This design comes from an exercise in tuning for small area, a short achievable clock period and few clock cycles per item on the open sky130 flow, not from production work. The RTL was checked by simulation tests, not by an equivalence proof against the original design.

==> flow/design.v (excerpt) <==
module opx_xalu (
    input  wire        clk,
    input  wire        rst,
    input  wire        in_valid,
    output wire        in_ready,
    input  wire [4:0]  in_op,
    input  wire [3:0]  in_fn,
    input  wire [31:0] in_a,
    input  wire [31:0] in_b,
    input  wire        in_c,
    output reg         out_valid,
    output reg  [63:0] out_res,
    output reg  [5:0]  out_fset,
    output reg  [5:0]  out_fmask,
    output reg         out_illegal
);
    localparam [5:0] F_Z = 6'h01, F_N = 6'h02, F_C = 6'h04, F_V = 6'h08,
                     F_S = 6'h10, F_DZ = 6'h20;
    localparam [5:0] F_ZN = F_Z | F_N, F_ZNCV = F_Z | F_N | F_C | F_V;
    localparam [4:0] OP_ADD = 5'h00, OP_ADDC = 5'h01, OP_SUB = 5'h02, OP_SUBC = 5'h03,
                     OP_ADDS = 5'h04, OP_SUBS = 5'h05, OP_AND = 5'h06, OP_OR = 5'h07,
                     OP_XOR = 5'h08, OP_ANDN = 5'h09, OP_SHL = 5'h0A, OP_SHR = 5'h0B,
                     OP_SAR = 5'h0C, OP_MIN = 5'h0D, OP_MAX = 5'h0E, OP_MINU = 5'h0F,
                     OP_MAXU = 5'h10, OP_MUL = 5'h11, OP_MULH = 5'h12, OP_MULQ = 5'h13,
                     OP_MULW = 5'h14, OP_DIV = 5'h15, OP_DIVS = 5'h16, OP_DIVU = 5'h17,
                     OP_REM = 5'h18, OP_REMU = 5'h19, OP_UNARY = 5'h1A, OP_CMP = 5'h1B,
                     OP_ADDI = 5'h1C, OP_LOGI = 5'h1D, OP_SHIFTI = 5'h1E, OP_CMPI = 5'h1F;
    localparam [31:0] IMAX = 32'h7FFF_FFFF, IMIN = 32'h8000_0000;
    reg        rdy;         
    reg        v1;
    reg [4:0]  op1;
    reg [3:0]  fn1;
    reg [31:0] a1;
    reg [31:0] b1;          
    reg        c1;
    reg        lng1;        
  ...
Size: ~7,300 cells after synthesis, roughly 330 flip-flops.
Settings: LEC_CHECK=0, ABC_AREA=1, CAP_MARGIN=40, CORE_MARGIN=2, CORE_UTILIZATION=50, PLACE_DENSITY=0.65, SLEW_MARGIN=40; clock period 27.0 ns.
standard.sh (not shown) runs the stock make flow with config.mk's settings and CLKGATE_MAP_FILE= SYNTH_SCRIPT=/design/flow/synth_recipe.tcl, a recipe that flattens the netlist after the stock synthesis.
==> flow/flow/run.sh <==
#!/bin/bash
set -o pipefail
bash standard.sh SETUP_SLACK_MARGIN=20.5 "BUFFER_PORTS_ARGS=-buffer_cell sky130_fd_sc_hd__buf_4" finish > flow_make.log 2>&1
The starting point ran to the end with no violations.
Testbench counts at the start, summed over its fixed seeds: cycles 17,662, ops 16,000.
Then changed:
--- a/flow/design.v
+++ b/flow/design.v
@@ -28,22 +28,23 @@
     localparam [31:0] IMAX = 32'h7FFF_FFFF, IMIN = 32'h8000_0000;
     reg        rdy;         
     reg        v1;
     reg [4:0]  op1;
     reg [3:0]  fn1;
     reg [31:0] a1;
     reg [31:0] b1;          
     reg        c1;
     reg        lng1;        
     reg        swp1;        
     reg        st;          
+    reg        al;          
     reg [5:0]  cnt;         
     reg        dz1, ovf1, qneg1, rneg1;
     reg        v2;
     reg [4:0]  op2;
     reg [3:0]  fn2;
     reg [31:0] t2;          
     reg        c2;          
     reg        o2;          
     reg        dn2;         
     reg [47:0] m2;          
     reg [47:0] mc2;         
@@ -202,32 +203,31 @@
             for (i = 0; i < 2; i = i + 1)  p5[5*i +: 5] = {1'b0, p4[8*i +: 4]} + {1'b0, p4[8*i+4 +: 4]};
             popc32 = {1'b0, p5[4:0]} + {1'b0, p5[9:5]};
         end
     endfunction
     function [31:0] rev32(input [31:0] x);
         integer i;
         begin
             for (i = 0; i < 32; i = i + 1) rev32[i] = x[31 - i];
         end
     endfunction
     wire [31:0] nb   = (sgn_div & b1[31]) ? (32'd0 - b1) : b1;
-    wire        sa   = sgn_div & a1[31];
-    wire [5:0]  za   = clz32(a1 ^ {32{sa}});
+    wire [5:0]  za   = clz32(a1);
     wire [5:0]  zu   = clz32(a1);                     
-    wire [5:0]  zb   = clz32(nb);
-    wire [6:0]  sdif = {1'b0, zb} - {1'b0, za} + {6'd0, sa};
+    wire [5:0]  zb   = clz32(b1);
+    wire [6:0]  sdif = {1'b0, zb} - {1'b0, za};
     wire        dzs  = (b1 == 32'd0);
-    wire        dskip = dzs | sdif[6];         
+    wire        dskip = dz1 | sdif[6];         
     wire [4:0]  dsh  = sdif[4:0];
-    wire [31:0] sh_in  = div_setup ? rev32(nb) : (k[K_TSHL] ? rev32(a1) : a1);
-    wire [4:0]  sh_amt = div_setup ? dsh : b1[4:0];
+    wire [31:0] sh_in  = al ? rev32(b1) : (k[K_TSHL] ? rev32(a1) : a1);
+    wire [4:0]  sh_amt = al ? dsh : b1[4:0];
     wire        sh_fill = k[K_SAR] & a1[31];
     wire signed [32:0] sh_x = {sh_fill, sh_in};
     wire [32:0] sh_o   = sh_x >>> sh_amt;
     wire        sh_big = |b1[31:5];
     wire [31:0] sh_r   = sh_big ? {32{sh_fill}} : sh_o[31:0];
     wire [31:0] sh_l   = sh_big ? 32'd0 : rev32(sh_o[31:0]);
     wire [31:0] sh_ld  = rev32(sh_o[31:0]);
     wire [31:0] mx = swp1 ? b1 : a1;
     wire [31:0] my = swp1 ? a1 : b1;
     wire [16:0] my17 = st ? {my[31], my[31:16]} : (lng1 ? {1'b0, my[15:0]} : {my[15], my[15:0]});
     reg [431:0] pp;
@@ -282,78 +282,84 @@
                      ({32{k[K_TCLZ]}}  & {26'd0, zu}) |
                      ({32{k[K_TPOP]}}  & {26'd0, popc32(a1)}) |
                      ({32{k[K_TSX8]}}  & {{24{a1[7]}}, a1[7:0]}) |
                      ({32{k[K_TSX16]}} & {{16{a1[15]}}, a1[15:0]}) |
                      ({32{k[K_TSX24]}} & {{8{a1[23]}}, a1[23:0]}) |
                      ({32{k[K_TRND]}}  & {sum[31:8], 8'h00});
     reg rdy_n;
     always @* begin
         if (rdy)
             rdy_n = !(in_valid & in_multi);
         else if (is_div)
-            rdy_n = (!st) ? (dskip | (dsh <= 5'd1)) : (cnt <= 6'd4);
+            rdy_n = (!st) ? 1'b0 : (al ? (dskip | (dsh <= 5'd1)) : (cnt <= 6'd4));
         else
             rdy_n = 1'b1;              
     end
     reg nrdy_o;             
     assign in_ready = !nrdy_o;
     always @(posedge clk) begin
         if (rst) begin
             rdy       <= 1'b1;
             nrdy_o    <= 1'b0;
             v1        <= 1'b0;
             st        <= 1'b0;
+            al        <= 1'b0;
             v2        <= 1'b0;
             out_valid <= 1'b0;
         end else begin
             out_valid <= v2;
             v2 <= v1 & rdy;
             rdy <= rdy_n;
             nrdy_o <= !rdy_n;
             if (rdy) begin
                 v1  <= in_valid;
                 st  <= 1'b0;
+                al  <= 1'b0;
             end else begin
                 st  <= 1'b1;
+                al  <= is_div & !st;
             end
         end
     end
     always @(posedge clk) begin
         if (rdy) begin
             op1  <= in_op;
             fn1  <= in_fn;
             a1   <= in_a;
             b1   <= in_b;
             c1   <= in_c;
             lng1 <= !in_fa & !in_fb;
             k    <= kd;
             swp1 <= in_fa & !in_fb;
         end else if (is_div) begin
             if (!st) begin
-                b1    <= dzs ? 32'd0 : (dskip ? 32'hFFFF_FFFF : sh_ld);
-                cnt   <= dskip ? 6'd1 : ({1'b0, dsh} + 6'd1);
+                a1    <= sum[31:0];                   
+                b1    <= nb;                          
                 dz1   <= dzs;
                 ovf1  <= (a1 == IMIN) & (b1 == 32'hFFFF_FFFF);
                 qneg1 <= sgn_div & (a1[31] ^ b1[31]);
                 rneg1 <= sgn_div & a1[31];
+            end else if (al) begin
+                b1  <= dz1 ? 32'd0 : (dskip ? 32'hFFFF_FFFF : sh_ld);
+                cnt <= dskip ? 6'd1 : ({1'b0, dsh} + 6'd1);
             end else begin
                 b1  <= {2'b00, b1[31:2]};
                 cnt <= cnt - 6'd2;
             end
         end
     end
     always @(posedge clk) begin
         op2 <= op1;
         fn2 <= fn1;
-        if (div_setup) begin
-            t2 <= sum[31:0];                   
+        if (al) begin
+            t2 <= a1;                          
             m2 <= 48'd0;
             mc2 <= cs5[95:48];
         end else if (is_div) begin
             t2 <= dv_rn;
             m2 <= {16'd0, dv_qn};
             mc2 <= cs5[95:48];
         end else begin
             t2 <= t1;
             m2 <= cs5[47:0];
             mc2 <= cs5[95:48];
         end
Outcome: Fmax came out higher by 3.2%; critical path depth drops by 9; global-route usage fell by 0.34 points; non-clock buffer count came out higher by 11; synthesized area stays flat; worst setup slack gains 0.21 ns; count of clock-buffer cells in the layout fell by 5; synthesized cell count goes up by about 1.3%; design area is about the same; via count fell by about 0.55%; cell count rises by 1.2%.
Testbench counts after the change, summed over its fixed seeds: cycles 17,971, ops 16,000.

static timing again, ports no longer ideal:
The flow's constraints put no driver on any port. The routed layouts listed below were extracted and timed again, unchanged, in two steps. Step 1 assumes that a clkbuf_16 drives the clock port and a buf_2 every other input. Step 2 times the ports against the registers' clock, not the clock port: input delays grow and output delays shrink by t, the midpoint of the rising clock arrivals with the driver on. a / b / c = ideal ports / drivers / drivers and shift; a / b = the first two.
run | t (ns) | slack for setup (ns) | worst data-port slew with drivers (ns)
the first run | 0.717 | 20.216 / 20.197 / 19.480 | 0.10
the second run | 0.740 | 20.425 / 20.342 / 19.844 | 0.11
After both steps every run listed still meets setup and hold. The setup slack of the first run, which loses most, moves by -0.019 ns with the drivers and by -0.736 ns with both steps.
